From an optimization exercise on the open Yosys and OpenROAD flow, aimed at small area, a short achievable clock period and few clock cycles per item; shortcuts taken in it are not production practice.
The RTL was checked by simulation tests, not by an equivalence proof against the original design.

===== design/flow/run.sh =====
#!/bin/bash
# synth_recipe.tcl (not shown) runs the flow's synth.tcl, then flattens the netlist and writes it again
# the make line also repeats each setting of config.mk as NAME=value (left out here)
make -C /OpenROAD-flow-scripts/flow DESIGN_CONFIG=/design/flow/config.mk WORK_HOME=/design/flow/orfs CLKGATE_MAP_FILE= SYNTH_SCRIPT=/design/flow/synth_recipe.tcl finish

===== design/flow/constraint.sdc =====
create_clock -name core_clock -period 10.0 [get_ports {clk}]
set_input_delay 2.0000 -clock core_clock [delete_from_list [all_inputs] [get_ports {clk}]]
set_output_delay 2.0000 -clock core_clock [all_outputs]
set_load 0.01 [all_outputs]

===== design/flow/design.v =====
module seal_sbox (
    input  wire [7:0] a,
    output wire [7:0] y
);
    function [3:0] mul4(input [3:0] p, input [3:0] q);
        reg [6:0] t;
        begin
            t = ({7{q[0]}} & {3'b0, p}) ^ ({7{q[1]}} & {2'b0, p, 1'b0})
              ^ ({7{q[2]}} & {1'b0, p, 2'b0}) ^ ({7{q[3]}} & {p, 3'b0});
            mul4 = t[3:0] ^ {t[6:4], 1'b0} ^ {1'b0, t[6:4]};
        end
    endfunction
    function [3:0] inv4(input [3:0] p);
        case (p)
            4'd0: inv4 = 4'd0;
            4'd1: inv4 = 4'd1;
            4'd2: inv4 = 4'd9;
            4'd3: inv4 = 4'd14;
            4'd4: inv4 = 4'd13;
            4'd5: inv4 = 4'd11;
            4'd6: inv4 = 4'd7;
            4'd7: inv4 = 4'd6;
            4'd8: inv4 = 4'd15;
            4'd9: inv4 = 4'd2;
            4'd10: inv4 = 4'd12;
            4'd11: inv4 = 4'd5;
            4'd12: inv4 = 4'd10;
            4'd13: inv4 = 4'd4;
            4'd14: inv4 = 4'd3;
            4'd15: inv4 = 4'd8;
            default: inv4 = 4'd0;
        endcase
    endfunction
    wire [7:0] c;
    assign c[0] = a[0] ^ a[5] ^ a[7];
    assign c[1] = a[2];
    assign c[2] = a[2] ^ a[3] ^ a[4] ^ a[5] ^ a[6] ^ a[7];
    assign c[3] = a[3] ^ a[4];
    assign c[4] = a[4] ^ a[5] ^ a[6];
    assign c[5] = a[1] ^ a[4] ^ a[6] ^ a[7];
    assign c[6] = a[2] ^ a[3] ^ a[5] ^ a[7];
    assign c[7] = a[5] ^ a[7];
    wire [3:0] h = c[7:4];
    wire [3:0] l = c[3:0];
    wire [3:0] d = mul4(mul4(h, h), 4'd8) ^ mul4(h, l) ^ mul4(l, l);
    wire [3:0] di = inv4(d);
    wire [7:0] z = {mul4(h, di), mul4(l ^ h, di)};
    assign y[0] = ~(z[0] ^ z[2] ^ z[6]);
    assign y[1] = ~(z[0] ^ z[1] ^ z[2] ^ z[3] ^ z[4] ^ z[5]);
    assign y[2] = z[0] ^ z[3] ^ z[5] ^ z[6];
    assign y[3] = z[0] ^ z[2] ^ z[5];
    assign y[4] = z[0] ^ z[1] ^ z[3] ^ z[4] ^ z[5];
    assign y[5] = ~(z[1] ^ z[2] ^ z[3] ^ z[5] ^ z[6] ^ z[7]);
    assign y[6] = ~(z[4] ^ z[6] ^ z[7]);
    assign y[7] = z[1] ^ z[2];
endmodule
module seal_aes (
    input  wire         clk,
    input  wire         rst,
    input  wire         start,
    input  wire [127:0] din,
    input  wire [127:0] key,
    output reg          busy,
    output reg          done,
    output wire [127:0] dout
);
    reg [127:0] state;
    reg [127:0] rk;
    reg [7:0]   rcon;
    reg [3:0]   round;
    assign dout = state;
    function [7:0] xtime(input [7:0] b);
        xtime = {b[6:0], 1'b0} ^ (b[7] ? 8'h1b : 8'h00);
    endfunction
    wire [127:0] sb;
    genvar g;
    generate
        for (g = 0; g < 16; g = g + 1) begin : g_sb
            seal_sbox u_sbox (.a(state[8*g +: 8]), .y(sb[8*g +: 8]));
        end
    endgenerate
    wire [127:0] sr;
    generate
        for (g = 0; g < 16; g = g + 1) begin : g_sr
            localparam integer R = g % 4;
            localparam integer C = g / 4;
            assign sr[8*g +: 8] = sb[8*(4*((C + R) % 4) + R) +: 8];
        end
    endgenerate
    wire [127:0] mc;
    generate
        for (g = 0; g < 4; g = g + 1) begin : g_mc
            wire [7:0] a0 = sr[32*g +: 8];
            wire [7:0] a1 = sr[32*g + 8 +: 8];
            wire [7:0] a2 = sr[32*g + 16 +: 8];
            wire [7:0] a3 = sr[32*g + 24 +: 8];
            wire [7:0] x  = a0 ^ a1 ^ a2 ^ a3;
            assign mc[32*g +: 8]      = a0 ^ x ^ xtime(a0 ^ a1);
            assign mc[32*g + 8 +: 8]  = a1 ^ x ^ xtime(a1 ^ a2);
            assign mc[32*g + 16 +: 8] = a2 ^ x ^ xtime(a2 ^ a3);
            assign mc[32*g + 24 +: 8] = a3 ^ x ^ xtime(a3 ^ a0);
        end
    endgenerate
    wire [31:0] w3 = rk[127:96];
    wire [31:0] sw;
    seal_sbox u_ks0 (.a(w3[15:8]),  .y(sw[7:0]));
    seal_sbox u_ks1 (.a(w3[23:16]), .y(sw[15:8]));
    seal_sbox u_ks2 (.a(w3[31:24]), .y(sw[23:16]));
    seal_sbox u_ks3 (.a(w3[7:0]),   .y(sw[31:24]));
    wire [31:0] nk0 = rk[31:0]   ^ sw ^ {24'h0, rcon};
    wire [31:0] nk1 = rk[63:32]  ^ nk0;
    wire [31:0] nk2 = rk[95:64]  ^ nk1;
    wire [31:0] nk3 = rk[127:96] ^ nk2;
    wire [127:0] next_rk = {nk3, nk2, nk1, nk0};
    wire last_round = (round == 4'd10);
    wire [127:0] round_out = (last_round ? sr : mc) ^ next_rk;
    always @(posedge clk) begin
        if (rst) begin
            busy <= 1'b0;
            done <= 1'b0;
        end else begin
            done <= 1'b0;
            if (start) begin
                busy <= 1'b1;
            end else if (busy && last_round) begin
                busy <= 1'b0;
                done <= 1'b1;
            end
        end
    end
    always @(posedge clk) begin
        if (start) begin
            state <= din ^ key;
            rk    <= key;
            rcon  <= 8'h01;
            round <= 4'd1;
        end else if (busy) begin
            state <= round_out;
            rk    <= next_rk;
            rcon  <= xtime(rcon);
            round <= round + 4'd1;
        end
    end
endmodule
module seal_cmac (
    input  wire         clk,
    input  wire         rst,
    input  wire [127:0] key,
    input  wire         in_valid,
    output wire         in_ready,
    input  wire         in_first,
    input  wire         in_last,
    input  wire [4:0]   in_nbytes,
    input  wire [127:0] in_data,
    output wire         out_valid,
    input  wire         out_ready,
    output wire [127:0] out_tag
);
    localparam [2:0] S_IDLE   = 3'd0,
                     S_SUBKEY = 3'd1,
                     S_FIRST  = 3'd2,
                     S_BLOCK  = 3'd3,
                     S_TAG    = 3'd4;
    reg [2:0]   fsm;
    reg [127:0] key_r;       
    reg [127:0] l_r;         
    reg [127:0] x_r;         
    reg [127:0] blk_r;       
    reg         last_r;
    reg [4:0]   nb_r;
    reg         blk_last;    
    function [127:0] dbl(input [127:0] v);
        integer j;
        begin
            for (j = 0; j < 15; j = j + 1)
                dbl[8*j +: 8] = {v[8*j +: 7], v[8*(j+1) + 7]};
            dbl[120 +: 8] = {v[120 +: 7], 1'b0} ^ (v[7] ? 8'h87 : 8'h00);
        end
    endfunction
    wire [127:0] k1 = dbl(l_r);
    wire [127:0] k2 = dbl(k1);
    function [127:0] prep(input [127:0] d, input last, input [4:0] nb,
                          input [127:0] sk1, input [127:0] sk2);
        integer j;
        begin
            if (!last) begin
                prep = d;
            end else if (nb >= 5'd16) begin
                prep = d ^ sk1;
            end else begin
                for (j = 0; j < 16; j = j + 1) begin
                    if (j < nb)
                        prep[8*j +: 8] = d[8*j +: 8];
                    else if (j == nb)
                        prep[8*j +: 8] = 8'h80;
                    else
                        prep[8*j +: 8] = 8'h00;
                end
                prep = prep ^ sk2;
            end
        end
    endfunction
    wire accept = in_valid && in_ready;
    reg          aes_start;
    reg  [127:0] aes_din;
    reg  [127:0] aes_key;
    wire         aes_busy;
    wire         aes_done;
    wire [127:0] aes_dout;
    always @(*) begin
        aes_start = 1'b0;
        aes_din   = x_r ^ prep(in_data, in_last, in_nbytes, k1, k2);
        aes_key   = key_r;
        if (fsm == S_IDLE && accept) begin
            aes_start = 1'b1;
            if (in_first) begin
                aes_din = 128'h0;
                aes_key = key;
            end
        end else if (fsm == S_FIRST) begin
            aes_start = 1'b1;
            aes_din   = prep(blk_r, last_r, nb_r, k1, k2);
        end
    end
    seal_aes u_aes (
        .clk   (clk),
        .rst   (rst),
        .start (aes_start),
        .din   (aes_din),
        .key   (aes_key),
        .busy  (aes_busy),
        .done  (aes_done),
        .dout  (aes_dout)
    );
    assign in_ready  = (fsm == S_IDLE);
    assign out_valid = (fsm == S_TAG);
    assign out_tag   = x_r;
    always @(posedge clk) begin
        if (rst) begin
            fsm <= S_IDLE;
        end else begin
            case (fsm)
                S_IDLE:
                    if (accept)
                        fsm <= in_first ? S_SUBKEY : S_BLOCK;
                S_SUBKEY:
                    if (aes_done)
                        fsm <= S_FIRST;
                S_FIRST:
                    fsm <= S_BLOCK;
                S_BLOCK:
                    if (aes_done)
                        fsm <= blk_last ? S_TAG : S_IDLE;
                S_TAG:
                    if (out_ready)
                        fsm <= S_IDLE;
                default:
                    fsm <= S_IDLE;
            endcase
        end
    end
    always @(posedge clk) begin
        if (fsm == S_IDLE && accept) begin
            if (in_first) begin
                key_r  <= key;
                x_r    <= 128'h0;
                blk_r  <= in_data;
                last_r <= in_last;
                nb_r   <= in_nbytes;
            end else begin
                blk_last <= in_last;
            end
        end
        if (fsm == S_SUBKEY && aes_done)
            l_r <= aes_dout;
        if (fsm == S_FIRST)
            blk_last <= last_r;
        if (fsm == S_BLOCK && aes_done)
            x_r <= aes_dout;
    end
endmodule

===== design/flow/config.mk =====
export PLATFORM = sky130hd
export DESIGN_NAME = seal_cmac
export DESIGN_NICKNAME = seal_cmac
export VERILOG_FILES = /design/flow/design.v
export SDC_FILE = /design/flow/constraint.sdc
export NUM_CORES = 4
export LEC_CHECK = 0
export CAP_MARGIN = 20
export CORE_MARGIN = 2
export CORE_UTILIZATION = 40
export SLEW_MARGIN = 20

==> results.json <==
{
  "ys.warnings.count": 3,
  "fmax_ghz": 0.111,
  "synth_top_area_frac": 0.222,
  "ctsRootBufferMaster": "clkbuf_16",
  "synthTopCellsByCount": "1246 x xnor2_1, 1034 x nand2_1, 780 x o21ai_0, 647 x edfxtp_1, 645 x nor2_1",
  "area_growth_pct": 11.1,
  "synth_fa_ha_area_frac": 0.0357,
  "layout-drive-gt1-share": 0.0578,
  "cp_max_fo": 14,
  "hold_class": "reg -> reg",
  "synth_flop_cell": "edfxtp_1",
  "tightest_slew_ps": 1330,
  "clk_latency_ps": 790,
  "cpPeakStageDelay_ps": 1020,
  "rsz0062_at_grt": "no",
  "grt_use_total": 0.325,
  "fillCellCount": 20900,
  "synth_xor_area_frac": 0.310,
  "final_util": 0.448,
  "cts_htree_levels": 3,
  "via_per_inst": 6.10,
  "core-area_mm2": 0.217,
  "wl_per_cell_um": 29.5,
  "post-synth-top-count-cell": "xnor2_1",
  "crit_arrival_ps": 9500,
  "initial_core_util": 0.403,
  "overflow": 0,
  "synth_edf_count": 647,
  "drc_errors": 0,
  "dp_hpwl_um": 290000,
  "drt_iter0_drc": 11600,
  "hold_viol": 0,
  "cp_cell_sequence": "xnor2_1 > xnor2_1 > xor2_1 > ha_1 > xnor2_1 > xnor3_1 > xnor2_1 > xor2_1 > inv_1 > ha_1 > or2_2 > mux2i_1 > mux2i_1 > mux2i_1 > o211ai_1 > xnor2_1 > xnor3_1 > xnor2_1 > xor2_1 > xor2_1 > xnor2_1 > a21oi_1",
  "synth_area_leaders": "edfxtp_1 22%, xnor2_1 12%, xnor3_1 8.9%",
  "fin_crit_ps": 9020,
  "crit_path_end_kind": "register",
  "crit_top_cell": "xnor2_1",
  "io_pins": 397,
  "r2r_slack_ps": 980,
  "path_class": "reg -> reg",
  "syn_area_mm2": 0.0876,
  "path_clk_slew_ps": 60,
  "final-setup-viol-count": 0,
  "ant_nets": 0,
  "cts.hold.buffers_added": 0,
  "multi_input_area_mm2": 0.0614,
  "cts.sinks": 792,
  "status": "finished clean",
  "period_share": 0.902,
  "maxCapViolCount": 0,
  "setup_tns_ps": 0,
  "synth_top_family_by_area": "XOR/XNOR gates",
  "design.die.area_mm2": 0.223,
  "slew_viol_final": 0,
  "synth_seq_area_share": 0.255,
  "synth_nets": 10300,
  "die_height_um": 472,
  "grt_pass1_vias": 69900,
  "cts_buffers": 103,
  "cp-start-kind": "register",
  "fp.dieW_um": 472,
  "finalClockSkew_ps": 43.7,
  "ys_types": 105,
  "yosys-mux-area-fraction": 0.0434,
  "ys_ff_latch": 792,
  "grt_max_degree": 167,
  "synth_top_area_cell": "edfxtp_1",
  "slew_headroom": 0.101,
  "crit_slowest_cell": "xnor2_1",
  "antenna_found_initial": 59,
  "hold_ws_ps": 480,
  "syn_avg_cell_area_um2": 8.92,
  "wl_um": 377000,
  "portBuffers": 396,
  "crit_required_ps": 10490,
  "cts_setup_buffers": 0,
  "synth_compound_area_frac": 0.156,
  "async_flop_share": 0,
  "final_nets": 10300,
  "first_pass_iters": 9,
  "grt_pass1_wl_um": 526000,
  "clockBufferDepth": 3,
  "fp-row-count": 171,
  "postSynthCellCount": 9822,
  "ctsResizeCount": 0,
  "yosys.area_share.simple": 0.155,
  "vias": 77800,
  "tritoncts": "yes",
  "place_congestion": 1.01,
  "register_area_mm2": 0.0223
}
==> metal layers <==
layer / vias to the layer above / share of wire / global-route usage
li1: 34800 / - / -
met1: 37800 / 0.41 / 0.452
met2: 4452 / 0.41 / 0.463
met3: 695 / 0.11 / 0.0633
met4: 38 / 0.070 / 0.201
met5: - / 0.00066 / 0
==> cell usage in the layout (no fill, tap or decap), types with 145 or more instances in the layout <==
master / n
inv_1: 278
o211ai_1: 153
mux2i_1: 309
a21oi_1: 471
xnor3_1: 345
dfxtp_1: 145
o21ai_0: 778
edfxtp_1: 647
o221ai_1: 240
nand3_1: 621
and2_1: 159
xor2_1: 559
xnor2_1: 1242
nor2_1: 643
nand2_1: 1032
ha_1: 222
clkdlybuf4s50_1: 393
==> critical path, delay by kind of cell, from the launching register on <==
kind	cells	cell delay, ps
mux	3	800
xor+xnor	13	5900
fa+ha+maj	2	500
simple gates	1	270
buf+inv	1	290
flops	1	720
compound gates	2	230
==> through the flow <==
| step | area (µm²) | cells | setup slack [ps] |
|---|---|---|---|
| 6_report | 97300 | 12800 | 984 |
| 5_1_grt | 97200 | 12800 | 576 |
| 4_1_cts | 97200 | 12700 | 1160 |
| 3_5_place_dp | 93700 | 12500 | 1200 |
| 3_3_place_gp | 93600 | 12500 | 1240 |
| 2_1_floorplan | 87600 | 9822 | 653 |
==> final timing paths <==
path,depth (start not counted),start,endpoint
hold / removal,2,key_r[51],key_r[51]
setup reg to reg,22,u_aes.rk[114],u_aes.state[108]
hold reg to reg,2,key_r[51],key_r[51]
setup / recovery,22,u_aes.rk[114],u_aes.state[108]
==> sequential cells by signal, indices dropped and copies added, names as in the netlist <==
register     flops
blk_r          128
key_r          128
l_r            128
u_aes.rk       128
u_aes.state    128
x_r            128
u_aes.rcon       8
nb_r             5
u_aes.round      4
fsm              3
blk_last         1
last_r           1
u_aes.busy       1
u_aes.done       1
==> cells by family after synthesis <==
family / after synthesis
AND/OR/NAND/NOR: 2957
flip-flops: 792
adder cells (fa/ha/maj): 257
AO/OA/AOI/OAI: 2172
multiplexers: 355
buffers and inverters: 974
XOR/XNOR: 2315
==> layout make-up <==
| class | instances | area share |
|---|---|---|
| clock inverters | 75 | 0.00765 |
| well taps | 2854 | 0.0367 |
| repair buffers | 540 | 0.0536 |
| diodes | 26 | 0.000669 |
| multi-input cells | 8056 | 0.631 |
| inverters | 302 | 0.0118 |
| flip-flops and latches | 792 | 0.230 |
| clock buffers | 121 | 0.0285 |
Testbench counts, summed over its fixed seeds: cycles 129,284, blocks 10,427.

==> re-timing with driven ports <==
No port has a modelled driver above. Below, the same layout with a new extraction and two added sets of constraints. Step 1 (the two cells are an assumption about what drives the block):
set clk [get_ports {clk}]
set_driving_cell -lib_cell sky130_fd_sc_hd__clkbuf_16 $clk
set_driving_cell -lib_cell sky130_fd_sc_hd__buf_2 [delete_from_list [all_inputs] $clk]
Step 2, shift: input delay + t, output delay - t, t = (earliest + latest rising clock arrival at the registers) / 2. This alone moves slack from input paths to output paths. Three values: no drivers, after step 1, after step 2; two values: the first two.
shift t [ns]: 0.867
setup WS [ns]: 0.984 / 0.984 / 0.984
hold slack, ns: 0.480 / 0.480 / 0.480
worst setup path at the end: register to register
cell pins on the clock port's net: 1
After both steps this run still meets setup and hold. For this run, drivers alone change the setup slack by 0.000 ns; drivers and shift together by 0.000 ns.
